What follows belongs to an exercise in optimizing a design on an open flow for small area, a short achievable clock period and few clock cycles per item; a production flow would make more cautious choices.
Function was checked by simulation only, so behaviour that the tests miss may differ from the original.

==> config.mk <==
export PLATFORM = sky130hd
export DESIGN_NAME = pol_charge_unit
export DESIGN_NICKNAME = pol_charge_unit
export VERILOG_FILES = /design/flow/design.v
export SDC_FILE = /design/flow/constraint.sdc
export NUM_CORES = 4
export LEC_CHECK = 0
export ABC_CLOCK_PERIOD_IN_PS = 4000
export CAP_MARGIN = 20
export CORE_MARGIN = 2
export CORE_UTILIZATION = 60
export PLACE_DENSITY = 0.7
export SETUP_SLACK_MARGIN = 4.5
export SLEW_MARGIN = 20
export TNS_END_PERCENT = 10
==> constraint.sdc <==
create_clock -name core_clock -period 11.0 [get_ports {clk}]
set_input_delay 2.2000 -clock core_clock [delete_from_list [all_inputs] [get_ports {clk}]]
set_output_delay 2.2000 -clock core_clock [all_outputs]
set_load 0.01 [all_outputs]
==> design.v <==
module pol_charge_unit (
    input  wire         clk,
    input  wire         rst,           
    input  wire         in_valid,
    output wire         in_ready,
    input  wire [114:0] in_cfg,        
    input  wire [39:0]  in_tc,         
    input  wire [39:0]  in_tp,         
    input  wire [51:0]  in_last,       
    input  wire [15:0]  in_bytes,      
    input  wire [63:0]  in_ts,         
    output wire         out_valid,
    input  wire         out_ready,
    output wire [1:0]   out_colour,    
    output wire         out_drop,      
    output wire [39:0]  out_tc,
    output wire [39:0]  out_tp,
    output wire [51:0]  out_last
);
    localparam [1:0] MODE_2698 = 2'b01,
                     MODE_4115 = 2'b10;
    localparam [2:0] P_DIV = 3'd0,      
                     P_CMP = 3'd1,      
                     P_PRE = 3'd2,      
                     P_MUL = 3'd3,      
                     P_FIN = 3'd4;
    wire [55:0] xa  = {2'b00, in_ts[63:10]};
    wire [55:0] la  = ~{4'd0, in_last};
    wire [55:0] lb  = ~{2'd0, in_last, 2'b00};
    wire [55:0] cs_s = xa ^ la ^ lb;
    wire [55:0] cs_c = {(xa[54:0] & la[54:0]) | (xa[54:0] & lb[54:0]) | (la[54:0] & lb[54:0]), 1'b0};
    wire [11:0] dlo  = {1'b0, cs_s[10:0]} + {1'b0, cs_c[10:0]} + 12'd2;
    wire [10:0] dl   = dlo[10:0];
    wire [44:0] hs   = cs_s[55:11];
    wire [44:0] hc   = cs_c[55:11];
    wire [44:0] hk   = {hs[43:0] | hc[43:0], dlo[11]};
    wire        dhz  = ~|(hs ^ hc ^ hk);
    wire        on_in   = (in_cfg[113:112] == MODE_2698) || (in_cfg[113:112] == MODE_4115);
    wire        fast_in = !on_in || (dhz && (dl < 11'd1280));
    wire [10:0] dlo10 = {1'b0, cs_s[9:0]} + {1'b0, cs_c[9:0]} + 11'd2;
    wire [45:0] hs10  = cs_s[55:10];
    wire [45:0] hc10  = cs_c[55:10];
    wire [45:0] hk10  = {hs10[44:0] | hc10[44:0], dlo10[10]};
    wire        fast_q = !on_in || ~|(hs10 ^ hc10 ^ hk10);
    wire [7:0]  nf_in   = on_in ? dl / 11'd5 : 8'd0;
    wire        ref_in  = on_in && (dl >= 11'd5);    
    reg          a_valid;
    reg          a_fast;
    reg  [2:0]   a_ph;
    reg  [5:0]   a_cnt;
    reg  [2:0]   a_rem;
    reg          a_bor;            
    reg          a_nz;             
    reg  [7:0]   a_n;              
    reg          a_refill;         
    reg  [31:0]  a_cinc, a_pinc;
    reg          a_covf, a_povf;   
    reg  [23:0]  a_cbs, a_pbs;
    reg  [1:0]   a_mode;
    reg          a_rd;
    reg  [39:0]  a_tc, a_tp;
    reg  [55:0]  a_last;           
    reg  [15:0]  a_bytes;
    reg          b_valid;
    reg  [39:0]  b_tc, b_tp;
    reg  [51:0]  b_last;
    reg  [15:0]  b_bytes;
    reg  [1:0]   b_mode;
    reg          b_rd;
    wire [55:0] xa_rev;
    genvar gi;
    generate for (gi = 0; gi < 56; gi = gi + 1) begin : g_rev
        assign xa_rev[gi] = xa[55 - gi];
    end endgenerate
    wire [55:0] a_x = {b_bytes[3:0], b_last};
    wire b_free = !b_valid || out_ready;
    wire a_go   = a_valid && fin && b_free;
    wire a_ld   = !a_valid || a_go;
    assign in_ready = a_ld && (fast_q || (!a_valid && b_free));
    wire        slow     = !a_fast;
    wire        fin      = a_fast || (a_ph == P_FIN);
    wire [31:0] ccap = {a_cbs, 8'd0};
    wire [31:0] pcap = {a_pbs, 8'd0};
    wire        nz   = |a_n;
    wire [34:0] c_s, c_c, p_s, p_c;
    wire        c_big, p_big;
    pol_mac mac_c (.q(a_n), .inc(a_cinc), .lvl(a_tc[33:0]), .s(c_s), .c(c_c), .big(c_big));
    pol_mac mac_p (.q(a_n), .inc(a_pinc), .lvl(a_tp[33:0]), .s(p_s), .c(p_c), .big(p_big));
    wire [34:0] csum  = c_s + c_c;
    wire [34:0] psum  = p_s + p_c;
    wire [35:0] ccmp  = {1'b0, c_s} + {1'b0, c_c} + {1'b0, 3'h7, ~ccap};
    wire [35:0] pcmp  = {1'b0, p_s} + {1'b0, p_c} + {1'b0, 3'h7, ~pcap};
    wire        csat  = a_refill && ((a_covf && nz) || c_big || (|a_tc[39:34]) || ccmp[35]);
    wire        psat  = a_refill && ((a_povf && nz) || p_big || (|a_tp[39:34]) || pcmp[35]);
    wire [39:0] f_tc  = csat ? {8'd0, ccap} : {a_tc[39:34], csum[33:0]};
    wire [39:0] f_tp  = psat ? {8'd0, pcap} : {a_tp[39:34], psum[33:0]};
    wire [51:0] f_last = a_last[51:0] + {44'd0, a_n};
    wire [3:0]  dv_t  = {a_rem, a_x[0]};
    wire        dv_q  = (dv_t >= 4'd5);
    wire [2:0]  dv_r  = dv_q ? dv_t[2:0] - 3'd5 : dv_t[2:0];
    wire        sb_d  = a_x[55] ^ a_last[0] ^ a_bor;
    wire        sb_b  = (!a_x[55] && (a_last[0] || a_bor)) || (a_last[0] && a_bor);
    wire        sb_nz = a_nz || sb_d;
    wire [16:0] lo_c = {1'b0, b_tc[23:8]} - {1'b0, b_bytes};
    wire [16:0] lo_p = {1'b0, b_tp[23:8]} - {1'b0, b_bytes};
    wire [15:0] hm_c = b_tc[39:24] - 16'd1;
    wire [15:0] hm_p = b_tp[39:24] - 16'd1;
    wire [39:0] dc   = {lo_c[16] ? hm_c : b_tc[39:24], lo_c[15:0], b_tc[7:0]};
    wire [39:0] dp   = {lo_p[16] ? hm_p : b_tp[39:24], lo_p[15:0], b_tp[7:0]};
    wire        lt_c = lo_c[16] && (b_tc[39:24] == 16'd0);
    wire        lt_p = lo_p[16] && (b_tp[39:24] == 16'd0);
    reg  [1:0]  colour;
    reg         sub_c, sub_p;
    always @(*) begin
        colour = 2'd0;
        sub_c  = 1'b0;
        sub_p  = 1'b0;
        if (b_mode == MODE_2698) begin
            if (lt_p)      colour = 2'd2;
            else if (lt_c) begin colour = 2'd1; sub_p = 1'b1; end
            else           begin sub_c = 1'b1; sub_p = 1'b1; end
        end else if (b_mode == MODE_4115) begin
            if (!lt_c)     sub_c = 1'b1;
            else if (!lt_p) begin colour = 2'd1; sub_p = 1'b1; end
            else           colour = 2'd2;
        end
    end
    always @(posedge clk) begin
        if (rst) begin
            a_valid <= 1'b0;
            b_valid <= 1'b0;
        end else begin
            if (a_ld) a_valid <= in_valid && in_ready;
            if (a_go) b_valid <= 1'b1;
            else if (out_ready) b_valid <= 1'b0;
        end
        if (in_valid && in_ready && !fast_in)
            {b_bytes[3:0], b_last} <= xa_rev;
        if (a_go) begin
            b_tc    <= f_tc;
            b_tp    <= f_tp;
            b_last  <= f_last;
            b_bytes <= a_bytes;
            b_mode  <= a_mode;
            b_rd    <= a_rd;
        end
        if (a_ld) begin
            a_fast   <= fast_in;
            a_ph     <= P_DIV;
            a_cnt    <= 6'd0;
            a_rem    <= 3'd0;
            a_bor    <= 1'b0;
            a_nz     <= 1'b0;
            a_n      <= nf_in;
            a_refill <= ref_in;
            a_cinc   <= in_cfg[31:0];
            a_pinc   <= in_cfg[63:32];
            a_covf   <= 1'b0;
            a_povf   <= 1'b0;
            a_cbs    <= in_cfg[87:64];
            a_pbs    <= in_cfg[111:88];
            a_mode   <= in_cfg[113:112];
            a_rd     <= in_cfg[114];
            a_tc     <= in_tc;
            a_tp     <= in_tp;
            a_last   <= {4'd0, in_last};
            a_bytes  <= in_bytes;
        end else if (slow) begin
            case (a_ph)
                P_DIV: begin
                    a_rem <= dv_r;
                    {b_bytes[3:0], b_last} <= {dv_q, a_x[55:1]};
                    a_cnt <= a_cnt + 6'd1;
                    if (a_cnt == 6'd55) begin
                        a_cnt <= 6'd0;
                        a_ph  <= P_CMP;
                    end
                end
                P_CMP: begin
                    a_bor  <= sb_b;
                    a_nz   <= sb_nz;
                    {b_bytes[3:0], b_last} <= {a_x[54:0], a_x[55]};
                    a_last <= {a_last[0], a_last[55:1]};
                    a_cnt  <= a_cnt + 6'd1;
                    if (a_cnt == 6'd55) begin
                        a_cnt    <= 6'd0;
                        a_bor    <= 1'b0;
                        a_n      <= 8'd0;
                        a_refill <= 1'b0;
                        a_ph     <= (!sb_b && sb_nz) ? P_PRE : P_FIN;
                    end
                end
                P_PRE: begin
                    a_bor    <= sb_b;
                    a_n      <= {7'd0, sb_d};
                    a_refill <= 1'b1;
                    {b_bytes[3:0], b_last} <= {a_x[54:0], a_x[55]};
                    a_last   <= {a_x[55], a_last[55:1]};
                    a_ph     <= P_MUL;
                end
                P_MUL: begin
                    a_tc   <= f_tc;
                    a_tp   <= f_tp;
                    a_cinc <= {a_cinc[30:0], 1'b0};
                    a_pinc <= {a_pinc[30:0], 1'b0};
                    a_covf <= a_covf || a_cinc[31];
                    a_povf <= a_povf || a_pinc[31];
                    a_cnt  <= a_cnt + 6'd1;
                    if (a_cnt == 6'd55) begin
                        a_n      <= 8'd0;
                        a_refill <= 1'b0;
                        a_ph     <= P_FIN;
                    end else begin
                        a_bor  <= sb_b;
                        a_n    <= {7'd0, sb_d};
                        {b_bytes[3:0], b_last} <= {a_x[54:0], a_x[55]};
                        a_last <= {a_x[55], a_last[55:1]};
                    end
                end
                default: ;
            endcase
        end
    end
    assign out_valid  = b_valid;
    assign out_colour = colour;
    assign out_drop   = (colour == 2'd2) && b_rd;
    assign out_tc     = sub_c ? dc : b_tc;
    assign out_tp     = sub_p ? dp : b_tp;
    assign out_last   = b_last;
endmodule
module pol_mac (
    input  wire [7:0]  q,
    input  wire [31:0] inc,
    input  wire [33:0] lvl,
    output wire [34:0] s,
    output wire [34:0] c,
    output wire        big
);
    wire [34:0] r0 = {3'd0, q[0] ? inc        : 32'd0};
    wire [34:0] r1 = {3'd0, q[1] ? inc[30:0]  : 31'd0, 1'd0};
    wire [34:0] r2 = {3'd0, q[2] ? inc[29:0]  : 30'd0, 2'd0};
    wire [34:0] r3 = {3'd0, q[3] ? inc[28:0]  : 29'd0, 3'd0};
    wire [34:0] r4 = {3'd0, q[4] ? inc[27:0]  : 28'd0, 4'd0};
    wire [34:0] r5 = {3'd0, q[5] ? inc[26:0]  : 27'd0, 5'd0};
    wire [34:0] r6 = {3'd0, q[6] ? inc[25:0]  : 26'd0, 6'd0};
    wire [34:0] r7 = {3'd0, q[7] ? inc[24:0]  : 25'd0, 7'd0};
    wire [34:0] r8 = {1'd0, lvl};
    assign big = (q[1] && inc[31]) || (q[2] && |inc[31:30]) || (q[3] && |inc[31:29]) ||
                 (q[4] && |inc[31:28]) || (q[5] && |inc[31:27]) || (q[6] && |inc[31:26]) ||
                 (q[7] && |inc[31:25]);
    wire [34:0] a0 = r0 ^ r1 ^ r2;
    wire [34:0] a1 = {((r0 & r1) | (r0 & r2) | (r1 & r2)), 1'b0};
    wire [34:0] a2 = r3 ^ r4 ^ r5;
    wire [34:0] a3 = {((r3 & r4) | (r3 & r5) | (r4 & r5)), 1'b0};
    wire [34:0] a4 = r6 ^ r7 ^ r8;
    wire [34:0] a5 = {((r6 & r7) | (r6 & r8) | (r7 & r8)), 1'b0};
    wire [34:0] b0 = a0 ^ a1 ^ a2;
    wire [34:0] b1 = {((a0 & a1) | (a0 & a2) | (a1 & a2)), 1'b0};
    wire [34:0] b2 = a3 ^ a4 ^ a5;
    wire [34:0] b3 = {((a3 & a4) | (a3 & a5) | (a4 & a5)), 1'b0};
    wire [34:0] d0 = b0 ^ b1 ^ b2;
    wire [34:0] d1 = {((b0 & b1) | (b0 & b2) | (b1 & b2)), 1'b0};
    assign s = d0 ^ d1 ^ b3;
    assign c = {((d0 & d1) | (d0 & b3) | (d1 & b3)), 1'b0};
endmodule
==> flow/run.sh <==
#!/bin/bash
# The standard layout, with plain buffer cells (buf_1) as port buffers
# instead of the delay cell that buffer_ports picks by default, and a clock
# tree of smaller clock buffers without dummy loads.
set -euo pipefail
export BUFFER_PORTS_ARGS="-buffer_cell sky130_fd_sc_hd__buf_1"
export CTS_ARGS="-sink_clustering_enable -repair_clock_nets -dont_use_dummy_load -buf_list {sky130_fd_sc_hd__clkbuf_4 sky130_fd_sc_hd__clkbuf_8}"
bash standard.sh > standard.log 2>&1
==> standard.sh <==
#!/bin/bash
# synth_recipe.tcl (not shown) runs the flow's synth.tcl, then flattens the netlist and writes it again
# the make line also repeats each setting of config.mk as NAME=value (left out here)
make -C /OpenROAD-flow-scripts/flow DESIGN_CONFIG=/design/flow/config.mk WORK_HOME=/design/flow/orfs CLKGATE_MAP_FILE= SYNTH_SCRIPT=/design/flow/synth_recipe.tcl "${@:-finish}"
==> results of run 1 <==
logic make-up after synthesis:
| group | after synthesis | synth area share (%) |
|---|---|---|
| AO/OA/AOI/OAI | 610 | 8.68 |
| XOR/XNOR | 218 | 4.25 |
| adder cells (fa/ha/maj) | 781 | 29.9 |
| buffers and inverters | 1250 | 11.0 |
| flip-flops | 446 | 28.0 |
| multiplexers | 161 | 3.85 |
| AND/OR/NAND/NOR | 1407 | 14.3 |
area by class of cell:
class / instances / area (µm²)
Sequential cell: 446 / 12600
Fill cell: 5881 / 22900
Multi-Input combinational cell: 3178 / 28900
Timing Repair Buffer: 637 / 3950
Inverter: 973 / 3670
Clock buffer: 85 / 1170
Antenna cell: 5 / 12.5
Tap cell: 969 / 1210
worst max-delay path by stage:
stage / start / endpoint / slack, ns / depth (start not counted)
5_1_grt: in_last[0] / in_ready / 3.85 / 13
2_1_floorplan: a_n[1] / a_tp[14] / 3.89 / 28
4_1_cts: in_last[0] / in_ready / 4.00 / 13
3_5_place_dp: a_n[0] / a_tc[20] / 2.48 / 26
3_3_place_gp: in_last[0] / a_n[0] / 2.57 / 20
6_report: in_last[35] / in_ready / 3.94 / 13
cell usage after synthesis, types with 6 or more instances:
library cell  number
o22ai_1           61
ha_1             283
mux2_2            96
or3_1             14
inv_1            970
o21ai_0          124
a211oi_1          14
xnor2_1          149
buf_4             68
o211ai_1           6
a21o_1            58
nor4_1            24
and4_1             7
or2_2              8
nand2b_1          24
a21oi_1          153
a221oi_1           6
xor2_1            68
nor3_1            41
nor2b_1           35
nand2_1          662
dfxtp_1           78
mux2i_1           61
nand4_1           31
o31ai_1           18
o21bai_1          13
and2_1           225
edfxtp_1         368
nor2_1           255
nand3_1           43
a21boi_0          14
and3_1            18
buf_1             20
a22oi_1           58
o21a_1            23
clkbuf_1         183
or4_1              6
a31oi_1           12
fa_1             496
critical path: cells and delay by family:
| family | cells | cell delay (ns) |
|---|---|---|
| compound gates | 1 | 0.09 |
| xor+xnor | 1 | 0.15 |
| fa+ha+maj | 2 | 0.84 |
| buf+inv | 5 | 0.62 |
| simple gates | 4 | 0.95 |
registers in the layout, indices dropped and copies added, names as in the netlist, 2 cells and up:
register  flops
b_tc         40
a_mode        2
a_cbs        24
a_cinc       32
a_last       56
a_pinc       32
a_tc         40
b_mode        2
b_bytes      16
a_bytes      16
a_cnt         6
a_rem         3
a_pbs        24
a_tp         40
b_tp         40
a_ph          3
a_n           8
b_last       52
per-layer routing:
layer | up-vias | wire length (µm) | global-route usage (%)
met5 | - | 103 | 0
met4 | 16 | 6020 | 13.8
met3 | 294 | 12200 | 7.51
met2 | 1544 | 61600 | 53.8
met1 | 17700 | 53400 | 45.9
li1 | 16300 | - | -
through the flow:
stage / utilization (%) / worst slack [ns]
2_1_floorplan: - / 3.89
3_3_place_gp: 63.2 / 2.57
3_5_place_dp: 63.2 / 2.48
5_1_grt: 69.2 / 3.85
4_1_cts: 67.5 / 4.00
6_report: 69.2 / 3.94
timing repair:
action	in CTS	in global routing
resized for setup	219	204
pin swaps	124	111
buffers inserted	80	48
endpoints found under the setup margin	272	283
gates cloned	17	6
==> reports/qor.csv, run 1 <==
metric,value,unit
finalInstanceArea,0.0515,mm²
drt_first_pass_iters,6,
die_h,278,µm
endpoint_kind,output port,
wl_per_cell,21.2,µm
grt_max_degree,142,
drive_above_1_share,11.7,%
status,no timing/DRC/antenna violations,
r2r_cells,27,
ys_seq_area_share,28.0,%
clock_sinks,446,
drcViolationCount,0,
grt_util_all_layers,34.1,%
crit_required,8.80,ns
netlist_top_cells_area,"edfxtp_1 25%, fa_1 22%, inv_1 8.1%",
gr-total-overflow,0,
dieArea,0.0774,mm²
worstHoldEndpoint,b_bytes[7],
worstMarginPinSlew,1.06,ns
worstReg2RegEnd,a_tc[20],
rsz0062_at_grt,true,
cts_hold_buf,0,
final.setup.tns,0,ns
postSynthAreaPerCell,9.26,µm²
ys_types,83,
dpl.hpwl,94000,µm
slowest_delay,0.54,ns
max_cap_violations,0,
cts_buffers,85,
nNetsFinal,6431,
grt_pass1_wl,202000,µm
placed_cells,6052,
fmax,142,MHz
gp_congestion,0.931,
setup_violations,0,
placed_cell_area,0.0471,mm²
hold_ws,0.406,ns
ys_ff_latch,446,
routed_wl,133000,µm
finalCriticalPeriod,7.06,ns
criticalPathCategory,input port to output port,
clock_path_buffers,3,
cts_tree,yes,
clkTransAtPathRegs,0.06,ns
fin_cells,6293,
via_per_inst,5.69,
drv_slew,0,
ioPinCount,468,
drt-initial-drc-count,2938,
root_buffer,clkbuf_8,
r2r_setup_slack,4.02,ns
coreArea,0.0744,mm²
worst_setup_path_start_kind,input port,
final_cell_mix,"936 x inv_1, 652 x nand2_1, 481 x fa_1",
rr_startpoint,a_n[0],
h-tree-depth,3,
worstPathMaxFanout,3,
yosysWarnings,1,
clkLatencyLatePin,0.71,ns
whs_path_depth,0,
synth_area,0.0451,mm²
synth_edf_count,368,
grt_pass1_vias,35500,
port_buffers,457,
final_common_cell,inv_1,
die-width,278,µm
cp.arrival,4.86,ns
skew,0.0709,ns
initial_core_util,60.6,%
hold_violations,0,
postSynth.asyncResetShare,0,%
ant_nets,0,
cpMaxStageDelayCell,fa_1,
syn_nets,5983,
crit_chain,buf_1 > inv_1 > fa_1 > inv_1 > ha_1 > xnor2_1 > nor4_1 > nand4_1 > nor4_4 > buf_4 > a31oi_1 > nor2_1 > buf_2,
finalCritPeriodShare,64.2,%
rows,100,
hp-start,a_bytes[7],
antenna_found_initial,13,
vias,35800,
netlist.area_leader.share,24.5,%
syn_to_final_growth,14.2,%
hold_path_class,flop to flop,
yosysTopAreaCell,edfxtp_1,
relSlewSlack,29.4,%
synth-main-ff-cell,edfxtp_1,
cpMostUsedCell,inv_1,
synthCells,4873,
Testbench counts, summed over its fixed seeds: cycles 1,600, items 1,536.
==> inputs of run 2 (changes only) <==
==> flow/run.sh (replaced) <==
#!/bin/bash
# The standard layout, with three changes:
#  - port buffers are plain buffer cells (buf_1) instead of the delay cell
#    that buffer_ports picks by default;
#  - the clock tree uses smaller clock buffers and no dummy loads;
#  - after the standard synthesis, flow/polar.py flips full adders whose
#    inputs or outputs go through inverters (FA(~a,~b,~c) = (~s,~co)), which
#    removes inverter pairs the adder extraction leaves; registers and their
#    names are untouched.
set -euo pipefail
export BUFFER_PORTS_ARGS="-buffer_cell sky130_fd_sc_hd__buf_1"
export CTS_ARGS="-sink_clustering_enable -repair_clock_nets -dont_use_dummy_load -buf_list {sky130_fd_sc_hd__clkbuf_4 sky130_fd_sc_hd__clkbuf_8}"
bash standard.sh synth > synth.log 2>&1
R=orfs/results/sky130hd/pol_charge_unit/base
cp "$R/1_2_yosys.v" polar_in.v
python3 flow/polar.py polar_in.v polar_out.v > polar.log 2>&1
cp polar_out.v "$R/1_2_yosys.v"
rm -f "$R/1_synth.odb" "$R/1_synth.sdc"
bash standard.sh > standard.log 2>&1
==> flow/polar.py (new file) <==
#!/usr/bin/env python3
"""Flip full adders to cancel inverters: FA(~a,~b,~c) = (~s,~co).
usage: polar.py in.v out.v   (flat gate-level netlist from yosys write_verilog -noattr)"""
import re, sys, collections
INV='sky130_fd_sc_hd__inv_1'
FA_T=('sky130_fd_sc_hd__fa_1','sky130_fd_sc_hd__fa_2','sky130_fd_sc_hd__fa_4')
OUTP={'X','Y','Q','SUM','COUT','HI','LO','Q_N'}
src=open(sys.argv[1]).read()
m=re.search(r'(module\s+\w+\s*\(.*?\);)(.*)(endmodule)', src, re.S)
head, body = m.group(1), m.group(2)
# split body into statements
stmts=[s.strip() for s in body.split(';') if s.strip()]
decls=[]; cells={}; order=[]; assigns=[]
cre=re.compile(r'^(sky130_fd_sc_hd__\w+)\s+(\S+)\s*\((.*)\)$', re.S)
for s in stmts:
    mm=cre.match(s)
    if mm:
        typ,name,conn=mm.groups()
        pins=dict((a,b.strip()) for a,b in re.findall(r'\.(\w+)\(([^()]*)\)', conn))
        cells[name]=[typ,pins]; order.append(name)
    elif s.startswith('assign'):
        assigns.append(s)
    else:
        decls.append(s)
ports=set()
for d in decls:
    if d.startswith('output') or d.startswith('input'):
        for nm in re.findall(r'([\w\\\[\]\.$]+)\s*$', d): ports.add(nm)
portnets=set()
for d in decls:
    if d.startswith('output'):
        w=re.match(r'output\s*(\[(\d+):(\d+)\])?\s*(\S+)', d)
        if w.group(1):
            hi,lo=int(w.group(2)),int(w.group(3))
            for i in range(min(hi,lo),max(hi,lo)+1): portnets.add('%s[%d]'%(w.group(4),i))
        else: portnets.add(w.group(4))
anets=set()
for a in assigns:
    for t in re.findall(r'[\w\\$.]+(?:\[\d+\])?', a): anets.add(t)
def build():
    drv={}; loads=collections.defaultdict(list)
    for n,(t,p) in cells.items():
        for pin,net in p.items():
            if pin in OUTP: drv[net]=(n,pin)
            else: loads[net].append((n,pin))
    return drv,loads
newid=[0]
def newnet():
    newid[0]+=1; nm='_polar_n%d_'%newid[0]; decls.append('wire '+nm); return nm
def newinv(a):
    newid[0]+=1; y=newnet(); nm='_polar_i%d_'%newid[0]; cells[nm]=[INV,{'A':a,'Y':y}]; order.append(nm); return y
def fixed(net): return net in portnets or net in anets
def gain(f,drv,loads):
    t,p=cells[f]; g=0
    for pin in ('A','B','CIN'):
        n=p[pin]
        d=drv.get(n)
        if d and cells[d[0]][0]==INV:
            if len(loads[n])==1 and not fixed(n): g+=1
        else: g-=1
    for pin in ('SUM','COUT'):
        n=p[pin]; L=loads[n]
        inv=[l for l in L if cells[l[0]][0]==INV and not fixed(cells[l[0]][1]['Y'])]
        non=[l for l in L if l not in inv]
        g+=len(inv)
        if non or fixed(n): g-=1
    return g
def flip(f,drv,loads):
    t,p=cells[f]
    for pin in ('A','B','CIN'):
        n=p[pin]; d=drv.get(n)
        if d and cells[d[0]][0]==INV:
            p[pin]=cells[d[0]][1]['A']
            if len(loads[n])==1 and not fixed(n): del cells[d[0]]
        else:
            p[pin]=newinv(n)
    for pin in ('SUM','COUT'):
        n=p[pin]; L=loads[n]
        inv=[l for l in L if cells[l[0]][0]==INV and not fixed(cells[l[0]][1]['Y'])]
        non=[l for l in L if l not in inv]
        # new physical output net carries ~logical
        phys=newnet(); p[pin]=phys
        for (ci,cp) in inv:
            y=cells[ci][1]['Y']
            for (lj,lp) in loads[y]:
                if lj in cells: cells[lj][1][lp]=phys
            del cells[ci]
        if non or fixed(n):
            # rebuild the logical net n from phys via an inverter driving n
            newid[0]+=1; nm='_polar_i%d_'%newid[0]; cells[nm]=[INV,{'A':phys,'Y':n}]; order.append(nm)
ninv0=sum(1 for c in cells.values() if c[0]==INV)
for it in range(50):
    drv,loads=build()
    best=[(gain(f,drv,loads),f) for f,(t,p) in cells.items() if t in FA_T]
    best=[b for b in best if b[0]>0]
    if not best: break
    best.sort(reverse=True)
    done=set(); cnt=0
    for g,f in best:
        # avoid flipping neighbours in the same round
        t,p=cells[f]
        nb=set(p.values())
        if nb & done: continue
        drv,loads=build()
        if gain(f,drv,loads)<=0: continue
        flip(f,drv,loads); cnt+=1
        done |= set(cells[f][1].values()) | nb
    if cnt==0: break
ninv1=sum(1 for c in cells.values() if c[0]==INV)
sys.stderr.write('inverters %d -> %d\n'%(ninv0,ninv1))
out=[head]
def esc(x): return x+' ' if x.startswith('\\') else x
for d in decls: out.append('  '+d+' ;')
for n in order:
    if n in cells:
        t,p=cells[n]
        out.append('  %s %s (%s);'%(t,esc(n),', '.join('.%s(%s)'%(k,esc(v)) for k,v in p.items())))
for a in assigns: out.append('  '+a+' ;')
out.append('endmodule')
open(sys.argv[2],'w').write('\n'.join(out)+'\n')
==> run 2 against run 1 <==
  * Fmax is 1.3% lower
  * Cell count is 7.6% lower
  * Design area is 4.7% lower
  * Clock skew is 0.011 ns lower
  * Register-to-register slack worse by 0.09 ns
  * Global-route usage is 0.47 points higher
  * Critical path type unchanged
  * Largest cell class unchanged
  * Highest routed layer unchanged
==> reports/qor.csv, run 2 <==
metric,value,unit,change
status,no timing/DRC/antenna violations,,unchanged
finalCriticalPeriod,7.15,ns,was 7.06 ns
final_common_cell,nand2_1,,was inv_1
syn_nets,5559,,was 5983
ioPinCount,468,,unchanged
grt_pass1_wl,197000,µm,was 202000 µm
finalCritPeriodShare,65.0,%,was 64.2%
drt_first_pass_iters,6,,unchanged
worstMarginPinSlew,1.19,ns,was 1.06 ns
grt_util_all_layers,34.6,%,was 34.1%
syn_to_final_growth,12.8,%,was 14.2%
fmax,140,MHz,was 142 MHz
top_regs,"a_last (56), b_last (52)",,unchanged
criticalPathCategory,input port to output port,,unchanged
hold_violations,0,,unchanged
max_cap_violations,0,,unchanged
whs_path_depth,0,,unchanged
largest_register_ffs,56,,unchanged
clkTransAtPathRegs,0.06,ns,about the same
rows,98,,was 100
worst_setup_path_start_kind,input port,,unchanged
rsz0062_at_grt,true,,unchanged
wl_per_cell,22.5,µm,was 21.2 µm
skew,0.0599,ns,was 0.0709 ns
synthCells,4449,,was 4873
relSlewSlack,20.7,%,was 29.4%
yosysWarnings,1,,unchanged
endpoint_kind,output port,,unchanged
coreArea,0.0716,mm²,was 0.0744 mm²
top_register,a_last,,unchanged
nNetsFinal,5966,,was 6431
antenna_found_initial,20,,was 13
dp_slack,2.52,ns,was 2.48 ns
worstReg2RegEnd,a_tp[13],,was a_tc[20]
cts_buffers,84,,was 85
final_cell_mix,"654 x nand2_1, 531 x inv_1, 486 x fa_1",,"was 936 x inv_1, 652 x nand2_1, 481 x fa_1"
h-tree-depth,3,,unchanged
setup_violations,0,,unchanged
clock_sinks,446,,unchanged
drv_slew,0,,unchanged
dieArea,0.0747,mm²,was 0.0774 mm²
ant_nets,0,,unchanged
gr-total-overflow,0,,unchanged
cp.arrival,4.95,ns,was 4.86 ns
r2r_setup_slack,3.93,ns,was 4.02 ns
crit_required,8.80,ns,about the same
port_buffers,457,,unchanged
multi_input_comb_area,0.0285,mm²,was 0.0289 mm²
fin_ws,3.85,ns,was 3.94 ns
via_per_inst,5.87,,was 5.69
hold_ws,0.423,ns,was 0.406 ns
clkLatencyLatePin,0.72,ns,was 0.71 ns
cts_tree,yes,,unchanged
hp-start,a_bytes[14],,was a_bytes[7]
gp_congestion,0.935,,was 0.931
die_h,273,µm,was 278 µm
drcViolationCount,0,,unchanged
regArea,0.0126,mm²,unchanged
worstPathMaxFanout,3,,unchanged
nFillCells,5706,,was 5881
initial_core_util,60.8,%,was 60.6%
r2r_cells,27,,unchanged
drive_above_1_share,10.7,%,was 11.7%
worstHoldEndpoint,b_bytes[14],,was b_bytes[7]
grt_pass1_vias,34700,,was 35500
grt_max_degree,106,,was 142
worstSetupStartpoint,in_last[38],,was in_last[35]
root_buffer,clkbuf_8,,unchanged
postSynthAreaPerCell,9.78,µm²,was 9.26 µm²
routed_wl,131000,µm,was 133000 µm
drt-initial-drc-count,2942,,was 2938
hold_path_class,flop to flop,,unchanged
final.setup.tns,0,ns,unchanged
clock_path_buffers,3,,unchanged
die-width,273,µm,was 278 µm
dpl.hpwl,90000,µm,was 94000 µm
rr_startpoint,a_n[0],,unchanged
synth_area,0.0435,mm²,was 0.0451 mm²
vias,34100,,was 35800
## run 2: worst max-delay path by stage
| stage | to | slack, ns | depth (start not counted) |
|---|---|---|---|
| 4_1_cts | in_ready | 4.00 | 13 |
| 3_3_place_gp | a_n[0] | 2.63 | 20 |
| 6_report | in_ready | 3.85 | 11 |
| 5_1_grt | a_tp[21] | 3.78 | 26 |
| 2_1_floorplan | a_tc[20] | 3.93 | 26 |
| 3_5_place_dp | a_n[0] | 2.52 | 20 |
## run 2: per-stage QoR
step / area (µm²) / utilization, % / cells
after floorplan: 43500 / - / 4449
after global placement: 45400 / 63.4 / 5606
after global routing: 49100 / 68.5 / 5812
final: 49100 / 68.5 / 5817
after detailed placement: 45400 / 63.4 / 5606
after CTS: 48000 / 67.1 / 5767
## run 2: routing by layer
metal  share of wire, %  vias up  track usage (%)
li1                   -    15400                -
met1                 39    16800             46.1
met2                 47     1578             55.0
met3                9.7      328             8.13
met4                4.5       20             13.2
met5               0.10        -                0
## run 2: cell type report
type,count,area share (%)
clock buffer,84,2.36
timing repair buffer,593,7.10
antenna,13,0.0663
inverter,549,4.24
sequential,446,25.7
tap,950,2.42
multi-input combinational,3182,58.1
## run 2: worst max-delay path, cell delays in order
cell and delay (ns):
buf_1 0.26, fa_1 0.47, ha_1 0.32, xnor2_1 0.14, nor4_1 0.38, nand3_1 0.24
nor4_4 0.33, buf_4 0.20, a31oi_1 0.10, nor2_1 0.16, buf_2 0.17
## run 2: timing repair
| action | 4_1_cts | 5_1_grt |
|---|---|---|
| pin swaps | 50 | 98 |
| cloned | 14 | 8 |
| endpoints found under the setup margin | 286 | 286 |
| gates resized for setup | 167 | 175 |
| buffers inserted | 63 | 29 |
| hold buffers | 0 | 0 |
==> inputs of run 3 (changes only) <==
--- a/config.mk
+++ b/config.mk
@@ -12,4 +12,4 @@
 export PLACE_DENSITY = 0.7
-export SETUP_SLACK_MARGIN = 4.5
+export SETUP_SLACK_MARGIN = 5
 export SLEW_MARGIN = 20
-export TNS_END_PERCENT = 10
+export TNS_END_PERCENT = 2
==> run 3 against run 2 <==
  * Largest cell class unchanged
  * Die area unchanged
  * Wire length down 0.50%
  * Critical path depth did not move
  * Still clean
  * Via count is essentially flat
  * Clock skew fell by 0.0052 ns
  * Sequential cell count is the same
==> reports/qor.csv, run 3 <==
metric,value,unit,change
grt_max_degree,106,,unchanged
criticalPathCategory,input port to output port,,unchanged
yosysWarnings,1,,unchanged
cp_top_family,simple AND/OR/NAND/NOR gates,,unchanged
top_regs,"a_last (56), b_last (52)",,unchanged
fin_ws,3.89,ns,was 3.85 ns
gr-total-overflow,0,,unchanged
final_common_cell,nand2_1,,unchanged
hold_violations,0,,unchanged
largest_register_ffs,56,,unchanged
drive_above_1_share,10.2,%,was 10.7%
cpMaxStageDelayCell,fa_1,,unchanged
skew,0.0547,ns,was 0.0599 ns
endpoint_kind,output port,,unchanged
ioPinCount,468,,unchanged
placed_cells,5606,,unchanged
slowest_delay,0.47,ns,about the same
drt_first_pass_iters,7,,was 6
cp.arrival,4.91,ns,was 4.95 ns
port_buffers,457,,unchanged
fin_cells,5817,,unchanged
synthCells,4449,,unchanged
h-tree-depth,3,,unchanged
die-width,273,µm,unchanged
status,no timing/DRC/antenna violations,,unchanged
final_cell_mix,"656 x nand2_1, 532 x inv_1, 484 x fa_1",,"was 654 x nand2_1, 531 x inv_1, 486 x fa_1"
nFillCells,5731,,was 5706
hold_path_class,flop to flop,,unchanged
drcViolationCount,0,,unchanged
crit_required,8.80,ns,about the same
coreArea,0.0716,mm²,unchanged
cts_hold_buf,0,,unchanged
root_buffer,clkbuf_8,,unchanged
clock_path_buffers,3,,unchanged
path_buf_inv,3,,unchanged
antenna_found_initial,20,,unchanged
worstSetupStartpoint,in_last[38],,unchanged
postSynthAreaPerCell,9.78,µm²,unchanged
rr_startpoint,a_n[0],,unchanged
cts_tree,yes,,unchanged
syn_nets,5559,,unchanged
relSlewSlack,26.5,%,was 20.7%
grt_pass1_vias,34600,,was 34700
hp-start,a_bytes[14],,unchanged
ant_nets,0,,unchanged
drv_slew,0,,unchanged
crit_chain,buf_1 > fa_1 > ha_1 > xnor2_1 > nor4_1 > nand3_1 > nor4_4 > buf_4 > a31oi_1 > nor2_1 > buf_2,,unchanged
synth_area,0.0435,mm²,unchanged
finalCritPeriodShare,64.6,%,was 65.0%
rows,98,,unchanged
dpl.hpwl,90000,µm,unchanged
dieArea,0.0747,mm²,unchanged
setup_violations,0,,unchanged
clkLatencyLatePin,0.71,ns,was 0.72 ns
dp_slack,2.52,ns,unchanged
final.setup.tns,0,ns,unchanged
syn_to_final_growth,12.3,%,was 12.8%
drt-initial-drc-count,2861,,was 2942
wl_per_cell,22.4,µm,was 22.5 µm
top_register,a_last,,unchanged
worstMarginPinSlew,1.10,ns,was 1.19 ns
initial_core_util,60.8,%,unchanged
grt_pass1_wl,197000,µm,about the same
clkTransAtPathRegs,0.06,ns,about the same
multi_input_comb_area,0.0284,mm²,was 0.0285 mm²
regArea,0.0126,mm²,unchanged
routed_wl,130000,µm,was 131000 µm
grt_util_all_layers,34.5,%,was 34.6%
fmax,141,MHz,was 140 MHz
rsz0062_at_grt,true,,unchanged
nNetsFinal,5965,,was 5966
vias,34200,,was 34100
clock_sinks,446,,unchanged
max_cap_violations,0,,unchanged
worst_setup_path_start_kind,input port,,unchanged
gp_congestion,0.935,,unchanged
finalCriticalPeriod,7.11,ns,was 7.15 ns
cts_buffers,84,,unchanged
worstPathMaxFanout,3,,unchanged
via_per_inst,5.87,,about the same
die_h,273,µm,unchanged
[run 3: area by class of cell]
class | instances | area share, %
clock buffer | 84 | 2.37
antenna | 14 | 0.0717
timing repair buffer | 593 | 6.99
tap | 950 | 2.43
inverter | 549 | 4.26
multi-input combinational | 3181 | 58.1
sequential | 446 | 25.8
[run 3: through the flow]
step / hold WS (ns) / instance area [µm²] / util [%]
final: 0.423 / 48900 / 68.2
after global routing: 0.435 / 48900 / 68.2
after CTS: 0.426 / 48000 / 67.0
after detailed placement: 0.407 / 45400 / 63.4
after global placement: 0.401 / 45400 / 63.4
after floorplan: 0.400 / 43500 / -
[run 3: repair_timing]
item,in CTS,in global routing
gates cloned,13,6
pin swaps,50,74
resized for setup,161,137
endpoints found under the setup margin,289,289
buffers inserted,60,33
[run 3: worst register-to-register path: stages, from the launching register on]
cell and delay [ns]:
edfxtp_1 0.46, buf_6 0.20, and2_4 0.16, fa_1 0.55
inv_2 0.04, fa_1 0.47, fa_1 0.53, fa_1 0.52
inv_2 0.05, fa_1 0.60, ha_4 0.22, a21o_1 0.16
a21o_1 0.17, a21o_1 0.17, a21o_1 0.18, a21oi_2 0.13
nor2b_1 0.06, o21ai_2 0.18, o2111ai_4 0.24, a211oi_4 0.33
xnor2_2 0.13, o41ai_4 0.26, buf_4 0.18, clkbuf_16 0.16
buf_6 0.14, mux2_4 0.32, nand2_1 0.08, nand2_1 0.10
[run 3: worst paths after layout]
path / endpoint / slack [ns] / depth (start not counted)
setup / recovery: in_ready / 3.89 / 11
hold / removal: b_bytes[14] / 0.42 / 0
setup reg to reg: a_tp[13] / 3.91 / 27
hold reg to reg: b_bytes[14] / 0.42 / 0
[run 3: per-layer routing]
| metal | part of all wire, % | vias up | wire [µm] | global-route usage (%) |
|---|---|---|---|---|
| met5 | 0.12 | - | 151 | 0 |
| met4 | 4.1 | 22 | 5290 | 12.8 |
| met3 | 9.6 | 295 | 12500 | 7.83 |
| met2 | 47 | 1685 | 61200 | 55.0 |
| met1 | 39 | 16800 | 51000 | 46.3 |
| li1 | - | 15400 | - | - |
==> inputs of run 4 (changes only) <==
--- a/design.v
+++ b/design.v
@@ -54,2 +54,3 @@
     reg  [7:0]   a_n;              
+    reg  [7:0]   a_nl;             
     reg          a_refill;         
@@ -80,10 +81,11 @@
     wire        slow     = !a_fast;
-    wire        fin      = a_fast || (a_ph == P_FIN);
+    wire        multi   = a_fast && a_refill && a_n[7];
+    wire        fin      = (a_fast && !multi) || (a_ph == P_FIN);
     wire [31:0] ccap = {a_cbs, 8'd0};
     wire [31:0] pcap = {a_pbs, 8'd0};
-    wire        nz   = |a_n;
+    wire        nz   = |a_n[6:0];
     wire [34:0] c_s, c_c, p_s, p_c;
     wire        c_big, p_big;
-    pol_mac mac_c (.q(a_n), .inc(a_cinc), .lvl(a_tc[33:0]), .s(c_s), .c(c_c), .big(c_big));
-    pol_mac mac_p (.q(a_n), .inc(a_pinc), .lvl(a_tp[33:0]), .s(p_s), .c(p_c), .big(p_big));
+    pol_mac mac_c (.q(a_n[6:0]), .inc(a_cinc), .lvl(a_tc[33:0]), .s(c_s), .c(c_c), .big(c_big));
+    pol_mac mac_p (.q(a_n[6:0]), .inc(a_pinc), .lvl(a_tp[33:0]), .s(p_s), .c(p_c), .big(p_big));
     wire [34:0] csum  = c_s + c_c;
@@ -96,3 +98,3 @@
     wire [39:0] f_tp  = psat ? {8'd0, pcap} : {a_tp[39:34], psum[33:0]};
-    wire [51:0] f_last = a_last[51:0] + {44'd0, a_n};
+    wire [51:0] f_last = a_last[51:0] + {44'd0, a_nl};
     wire [3:0]  dv_t  = {a_rem, a_x[0]};
@@ -154,2 +156,3 @@
             a_n      <= nf_in;
+            a_nl     <= fast_in ? nf_in : 8'd0;
             a_refill <= ref_in;
@@ -167,2 +170,6 @@
             a_bytes  <= in_bytes;
+        end else if (multi) begin
+            a_tc <= f_tc;
+            a_tp <= f_tp;
+            a_n  <= (a_n[6:0] == 7'd127) ? 8'd1 : 8'd255;
         end else if (slow) begin
@@ -231,3 +238,3 @@
 module pol_mac (
-    input  wire [7:0]  q,
+    input  wire [6:0]  q,
     input  wire [31:0] inc,
@@ -245,7 +252,5 @@
     wire [34:0] r6 = {3'd0, q[6] ? inc[25:0]  : 26'd0, 6'd0};
-    wire [34:0] r7 = {3'd0, q[7] ? inc[24:0]  : 25'd0, 7'd0};
-    wire [34:0] r8 = {1'd0, lvl};
+    wire [34:0] r7 = {1'd0, lvl};
     assign big = (q[1] && inc[31]) || (q[2] && |inc[31:30]) || (q[3] && |inc[31:29]) ||
-                 (q[4] && |inc[31:28]) || (q[5] && |inc[31:27]) || (q[6] && |inc[31:26]) ||
-                 (q[7] && |inc[31:25]);
+                 (q[4] && |inc[31:28]) || (q[5] && |inc[31:27]) || (q[6] && |inc[31:26]);
     wire [34:0] a0 = r0 ^ r1 ^ r2;
@@ -254,8 +259,6 @@
     wire [34:0] a3 = {((r3 & r4) | (r3 & r5) | (r4 & r5)), 1'b0};
-    wire [34:0] a4 = r6 ^ r7 ^ r8;
-    wire [34:0] a5 = {((r6 & r7) | (r6 & r8) | (r7 & r8)), 1'b0};
     wire [34:0] b0 = a0 ^ a1 ^ a2;
     wire [34:0] b1 = {((a0 & a1) | (a0 & a2) | (a1 & a2)), 1'b0};
-    wire [34:0] b2 = a3 ^ a4 ^ a5;
-    wire [34:0] b3 = {((a3 & a4) | (a3 & a5) | (a4 & a5)), 1'b0};
+    wire [34:0] b2 = a3 ^ r6 ^ r7;
+    wire [34:0] b3 = {((a3 & r6) | (a3 & r7) | (r6 & r7)), 1'b0};
     wire [34:0] d0 = b0 ^ b1 ^ b2;
--- a/config.mk
+++ b/config.mk
@@ -10,6 +10,6 @@
 export CORE_MARGIN = 2
-export CORE_UTILIZATION = 60
-export PLACE_DENSITY = 0.7
+export CORE_UTILIZATION = 70
+export PLACE_DENSITY = 0.8
 export SETUP_SLACK_MARGIN = 5
 export SLEW_MARGIN = 20
-export TNS_END_PERCENT = 2
+export TNS_END_PERCENT = 0
==> run 4 against run 3 <==
  * Area after synthesis is 1.3% lower
  * First-iteration DRC count up 8.6%
  * Critical path type unchanged
  * Largest cell class unchanged
  * Fmax is 2.2% lower
  * Non-clock buffer count decreased by 82
  * Clock skew increased by 0.019 ns
  * Via count down 3.8%
  * Sequential cell count grew 8
  * Critical path depth is 3 higher
  * Sequential share of layout area rose by 1.8 points
  * Die area down 15%
==> reports/qor.csv, run 4 <==
metric,value,unit,change
status,no timing/DRC/antenna violations,,unchanged
syn_nets,5207,,was 5559
skew,0.0740,ns,was 0.0547 ns
clock_path_buffers,3,,unchanged
placed_cell_area,0.0448,mm²,was 0.0454 mm²
port_buffers,457,,unchanged
cts_buffers,82,,was 84
worstPathMaxFanout,2,,was 3
max_cap_violations,0,,unchanged
postSynthAreaPerCell,10.3,µm²,was 9.78 µm²
finalInstanceArea,0.0465,mm²,was 0.0489 mm²
drive_above_1_share,8.70,%,was 10.2%
final_cell_mix,"446 x buf_1, 445 x fa_1, 438 x and2_1",,"was 656 x nand2_1, 532 x inv_1, 484 x fa_1"
wl_per_cell,22.3,µm,was 22.4 µm
utilization,76.9,%,was 68.2%
fmax,138,MHz,was 141 MHz
synthCells,4149,,was 4449
drv_slew,0,,unchanged
synth_area,0.0429,mm²,was 0.0435 mm²
clkTransAtPathRegs,0.06,ns,about the same
routed_wl,118000,µm,was 130000 µm
rsz0062_at_grt,true,,unchanged
cpMaxStageDelayCell,fa_1,,unchanged
final_common_cell,buf_1,,was nand2_1
finalCritPeriodShare,66.1,%,was 64.6%
final.setup.tns,0,ns,unchanged
crit_required,8.80,ns,about the same
setup_violations,0,,unchanged
drt-initial-drc-count,3108,,was 2861
gp_congestion,0.947,,was 0.935
grt_util_all_layers,38.0,%,was 34.5%
grt_pass1_vias,33400,,was 34600
relSlewSlack,25.9,%,was 26.5%
gr-total-overflow,0,,unchanged
slowest_delay,0.58,ns,was 0.47 ns
yosysWarnings,1,,unchanged
clock_sinks,454,,was 446
die_h,252,µm,was 273 µm
root_buffer,clkbuf_8,,unchanged
drt_first_pass_iters,8,,was 7
antenna_found_initial,21,,was 20
syn_to_final_growth,8.23,%,was 12.3%
ioPinCount,468,,unchanged
grt_max_degree,118,,was 106
clkLatencyLatePin,0.71,ns,about the same
rows,90,,was 98
drcViolationCount,0,,unchanged
ant_nets,0,,unchanged
cpMostUsedCell,ha_4,,
cp.arrival,5.07,ns,was 4.91 ns
cts_hold_buf,0,,unchanged
cts_tree,yes,,unchanged
top_regs,"a_last (56), b_last (52)",,unchanged
vias,32900,,was 34200
h-tree-depth,3,,unchanged
hold_violations,0,,unchanged
top_register,a_last,,unchanged
hold_path_class,flop to flop,,unchanged
endpoint_kind,output port,,unchanged
dpl.hpwl,88900,µm,was 90000 µm
worstMarginPinSlew,1.11,ns,was 1.10 ns
die-width,252,µm,was 273 µm
nNetsFinal,5568,,was 5965
largest_register_ffs,56,,unchanged
finalCriticalPeriod,7.27,ns,was 7.11 ns
nFillCells,4280,,was 5731
crit_chain,buf_8 > inv_4 > fa_1 > ha_4 > ha_4 > fa_2 > a211o_4 > a21oi_4 > or2_4 > xnor2_2 > a31oi_2 > nor2b_2 > o22ai_2 > buf_2,,was buf_1 > fa_1 > ha_1 > xnor2_1 > nor4_1 > nand3_1 > nor4_4 > buf_4 > a31oi_1 > nor2_1 > buf_2
via_per_inst,6.19,,was 5.87
grt_pass1_wl,184000,µm,was 197000 µm
criticalPathCategory,input port to output port,,unchanged
worst_setup_path_start_kind,input port,,unchanged
coreArea,0.0605,mm²,was 0.0716 mm²
initial_core_util,71.0,%,was 60.8%
dieArea,0.0633,mm²,was 0.0747 mm²
==> run 4: cell count changes in the layout (fill, tap and decap cells not counted), moves of 13 or more <==
| cell | change |
|---|---|
| buf_6 | -29 |
| a21oi_2 | -13 |
| nor3_1 | +22 |
| mux2_4 | -25 |
| inv_1 | -231 |
| o21ai_1 | -20 |
| and2_1 | +219 |
| mux2_2 | +93 |
| fa_1 | -39 |
| nor2_1 | -49 |
| mux2i_1 | -13 |
| o21ai_0 | +40 |
| buf_4 | -27 |
| nand2_1 | -248 |
==> run 4: path summary, 6_finish.rpt <==
check	slack, ns	startpoint	endpoint	cells past startpoint
worst max-delay path	3.73	in_last[2]	in_ready	14
worst min-delay path	0.39	a_bytes[6]	b_bytes[6]	0
worst max register to register	3.85	a_n[0]	a_tp[22]	21
worst min register to register	0.39	a_bytes[6]	b_bytes[6]	0
==> run 4: critical path, delay by kind of cell <==
kind / cells / cell delay (ns)
AOI/OAI and AO/OA: 4 / 0.85
xor gates and xnor gates: 1 / 0.07
adders and majority gates: 4 / 1.31
buffers and inverters: 3 / 0.29
and+or+nand+nor: 2 / 0.34
==> run 4: area by class of cell <==
cell class | count | area [µm²] | area share (%)
tap | 782 | 978 | 2.11
inverter | 306 | 1160 | 2.50
timing repair buffer | 511 | 2260 | 4.87
antenna | 16 | 40.0 | 0.0861
sequential | 454 | 12900 | 27.7
multi-input combinational | 3155 | 28100 | 60.4
clock buffer | 82 | 1130 | 2.43
==> run 4: per-layer routing <==
metal,GRT usage [%],wire length (µm)
met3,8.61,11300
met5,0,104
met4,16.1,5320
met1,50.0,45800
met2,61.0,55900
==> run 4: stage by stage <==
stage	instances	setup WS [ns]	hold slack (ns)
2_1_floorplan	4149	4.08	0.400
3_3_place_gp	5183	3.00	0.403
5_1_grt	5298	3.65	0.381
4_1_cts	5279	3.75	0.389
3_5_place_dp	5183	2.95	0.406
6_report	5306	3.73	0.389
==> run 4: what timing repair did <==
item                                    4_1_cts  5_1_grt
resized for setup                            58       15
cloned                                        0        2
endpoints found under the setup margin      286      288
pin swaps                                    12        8
buffers inserted                             14        9
Testbench counts of run 4, summed over its fixed seeds: cycles 1,606, items 1,536.
==> inputs of run 5 (changes only) <==
--- a/config.mk
+++ b/config.mk
@@ -10,6 +10,6 @@
 export CORE_MARGIN = 2
-export CORE_UTILIZATION = 70
-export PLACE_DENSITY = 0.8
+export CORE_UTILIZATION = 60
+export PLACE_DENSITY = 0.7
 export SETUP_SLACK_MARGIN = 5
 export SLEW_MARGIN = 20
-export TNS_END_PERCENT = 0
+export TNS_END_PERCENT = 2
==> run 5 against run 4 <==
  * Wire length rose by 4.6%
  * Area after synthesis did not move
  * Register-to-register slack improved by 0.17 ns
==> reports/qor.csv, run 5 <==
metric,value,unit,change
setup_violations,0,,unchanged
nNetsFinal,5597,,was 5568
cts_tree,yes,,unchanged
r2r_cells,21,,unchanged
regArea,0.0129,mm²,about the same
hold_violations,0,,unchanged
max_cap_violations,0,,unchanged
rr_startpoint,a_n[3],,was a_n[0]
worstReg2RegEnd,a_tp[22],,unchanged
grt_util_all_layers,33.6,%,was 38.0%
cp.arrival,5.02,ns,was 5.07 ns
cts_hold_buf,0,,unchanged
yosysWarnings,1,,unchanged
wl_per_cell,22.5,µm,was 22.3 µm
h-tree-depth,3,,unchanged
cts_buffers,84,,was 82
cpMaxStageDelayCell,fa_1,,unchanged
fmax,138,MHz,about the same
gp_congestion,0.936,,was 0.947
worstSetupStartpoint,in_ts[12],,was in_last[2]
slowest_delay,0.58,ns,about the same
top_regs,"a_last (56), b_last (52)",,unchanged
top_register,a_last,,unchanged
hold_path_class,flop to flop,,unchanged
nFillCells,5924,,was 4280
syn_to_final_growth,10.1,%,was 8.23%
synthCells,4149,,unchanged
crit_end,in_ready,,unchanged
coreArea,0.0711,mm²,was 0.0605 mm²
endpoint_kind,output port,,unchanged
drt-initial-drc-count,2551,,was 3108
grt_max_degree,129,,was 118
rows,98,,was 90
port_buffers,457,,unchanged
die_h,272,µm,was 252 µm
drive_above_1_share,10.3,%,was 8.70%
worst_setup_path_start_kind,input port,,unchanged
gr-total-overflow,0,,unchanged
relSlewSlack,25.6,%,was 25.9%
largest_register_ffs,56,,unchanged
ant_nets,0,,unchanged
worstPathMaxFanout,2,,unchanged
postSynthAreaPerCell,10.3,µm²,unchanged
clock_sinks,454,,unchanged
skew,0.0895,ns,was 0.0740 ns
drcViolationCount,0,,unchanged
dpl.hpwl,91600,µm,was 88900 µm
syn_nets,5207,,unchanged
crit_required,8.80,ns,about the same
rsz0062_at_grt,true,,unchanged
die-width,272,µm,was 252 µm
cpMostUsedCell,ha_4,,unchanged
grt_pass1_vias,33600,,was 33400
utilization,66.5,%,was 76.9%
dieArea,0.0737,mm²,was 0.0633 mm²
finalCritPeriodShare,65.7,%,was 66.1%
via_per_inst,5.97,,was 6.19
final_cell_mix,"442 x buf_1, 432 x and2_1, 431 x fa_1",,"was 446 x buf_1, 445 x fa_1, 438 x and2_1"
worstMarginPinSlew,1.11,ns,about the same
clkTransAtPathRegs,0.06,ns,about the same
crit_chain,buf_8 > fa_1 > ha_4 > ha_4 > fa_2 > a211o_4 > a21oi_4 > or2_4 > xnor2_2 > a31oi_2 > nor2b_2 > o22ai_2 > buf_2,,was buf_8 > inv_4 > fa_1 > ha_4 > ha_4 > fa_2 > a211o_4 > a21oi_4 > or2_4 > xnor2_2 > a31oi_2 > nor2b_2 > o22ai_2 > buf_2
drt_first_pass_iters,6,,was 8
status,no timing/DRC/antenna violations,,unchanged
antenna_found_initial,12,,was 21
initial_core_util,60.4,%,was 71.0%
grt_pass1_wl,191000,µm,was 184000 µm
vias,32800,,was 32900
ioPinCount,468,,unchanged
clock_path_buffers,3,,unchanged
multi_input_comb_area,0.0283,mm²,was 0.0281 mm²
finalCriticalPeriod,7.22,ns,was 7.27 ns
criticalPathCategory,input port to output port,,unchanged
routed_wl,124000,µm,was 118000 µm
final_common_cell,buf_1,,unchanged
root_buffer,clkbuf_8,,unchanged
clkLatencyLatePin,0.70,ns,was 0.71 ns
drv_slew,0,,unchanged
synth_area,0.0429,mm²,unchanged
r2r_setup_slack,4.02,ns,was 3.85 ns
final.setup.tns,0,ns,unchanged
## run 5: cell type report
class	instances	area share, %
repair buffers	536	5.44
multi-input cells	3157	59.9
inverters	306	2.45
flip-flops and latches	454	27.2
diodes	6	0.0318
clock buffers	84	2.45
well taps	950	2.52
## run 5: critical path, delay by kind of cell
| kind | cells | cell delay (ns) |
|---|---|---|
| compound gates | 4 | 0.78 |
| xor+xnor | 1 | 0.11 |
| fa+ha+maj | 4 | 1.31 |
| buf+inv | 2 | 0.28 |
| simple gates | 2 | 0.33 |
## run 5: per-layer routing
| layer | vias up | part of all wire (%) | GRT usage [%] | wire length, µm |
|---|---|---|---|---|
| met2 | 1232 | 49 | 56.4 | 60600 |
| met3 | 285 | 7.5 | 6.06 | 9240 |
| met5 | - | 0.10 | 0 | 126 |
| li1 | 14900 | - | - | - |
| met4 | 18 | 4.4 | 13.9 | 5480 |
| met1 | 16300 | 39 | 43.2 | 48300 |
## run 5: how the worst min path moves through the flow
stage | start | to | slack, ns | depth (start not counted)
after floorplan | a_bytes[10] | b_bytes[10] | 0.40 | 0
after global placement | a_bytes[5] | b_bytes[5] | 0.40 | 0
after global routing | a_mode[1] | b_mode[1] | 0.42 | 0
after detailed placement | a_mode[1] | b_mode[1] | 0.40 | 0
final | a_mode[0] | b_mode[0] | 0.41 | 0
after CTS | a_mode[0] | b_mode[0] | 0.41 | 0
## run 5: repair_timing
item,CTS,global route
endpoints found under the setup margin,287,288
resized for setup,89,48
buffers inserted,36,12
pin swaps,26,50
cloned,3,3
## run 5: through the flow
step | hold WS [ns] | cells | setup slack [ns] | cell area [µm²]
floorplan | 0.400 | 4149 | 4.08 | 43100
global placement | 0.402 | 5348 | 2.97 | 45000
detailed placement | 0.405 | 5348 | 2.95 | 45000
CTS | 0.409 | 5471 | 3.84 | 46900
global route | 0.421 | 5489 | 3.75 | 47300
finish | 0.411 | 5493 | 3.78 | 47300

[re-timing with driven ports]
In the flow no input, the clock included, has a driving cell. The finished layouts below were timed again as built, in two steps.
Step 1 sets driving cells, clkbuf_16 on the clock port and buf_2 on the other inputs (assumed; they add their load-dependent delay and slew).
Step 2 also shifts input and output timing later by t, the mid clock arrival at the registers, as if the neighbouring blocks saw the same clock.
Three values: ideal ports, drivers, drivers and shift; two values: the first two.
run	t (ns)	slack for setup (ns)	hold slack, ns	latest minus earliest clock arrival (ns)
run 1	0.745	3.939 / 3.907 / 3.414	0.406 / 0.406 / 0.406	0.076 / 0.076
run 2	0.764	3.850 / 3.827 / 3.400	0.423 / 0.423 / 0.423	0.068 / 0.068
run 3	0.749	3.892 / 3.870 / 3.419	0.423 / 0.423 / 0.423	0.061 / 0.062
run 4	0.743	3.733 / 3.682 / 3.148	0.389 / 0.389 / 0.389	0.074 / 0.074
run 5	0.728	3.778 / 3.715 / 3.259	0.411 / 0.411 / 0.411	0.090 / 0.090
After both steps every run listed still meets setup and hold. The setup slack of run 4, which loses most, moves by -0.051 ns with the drivers and by -0.585 ns with both steps.
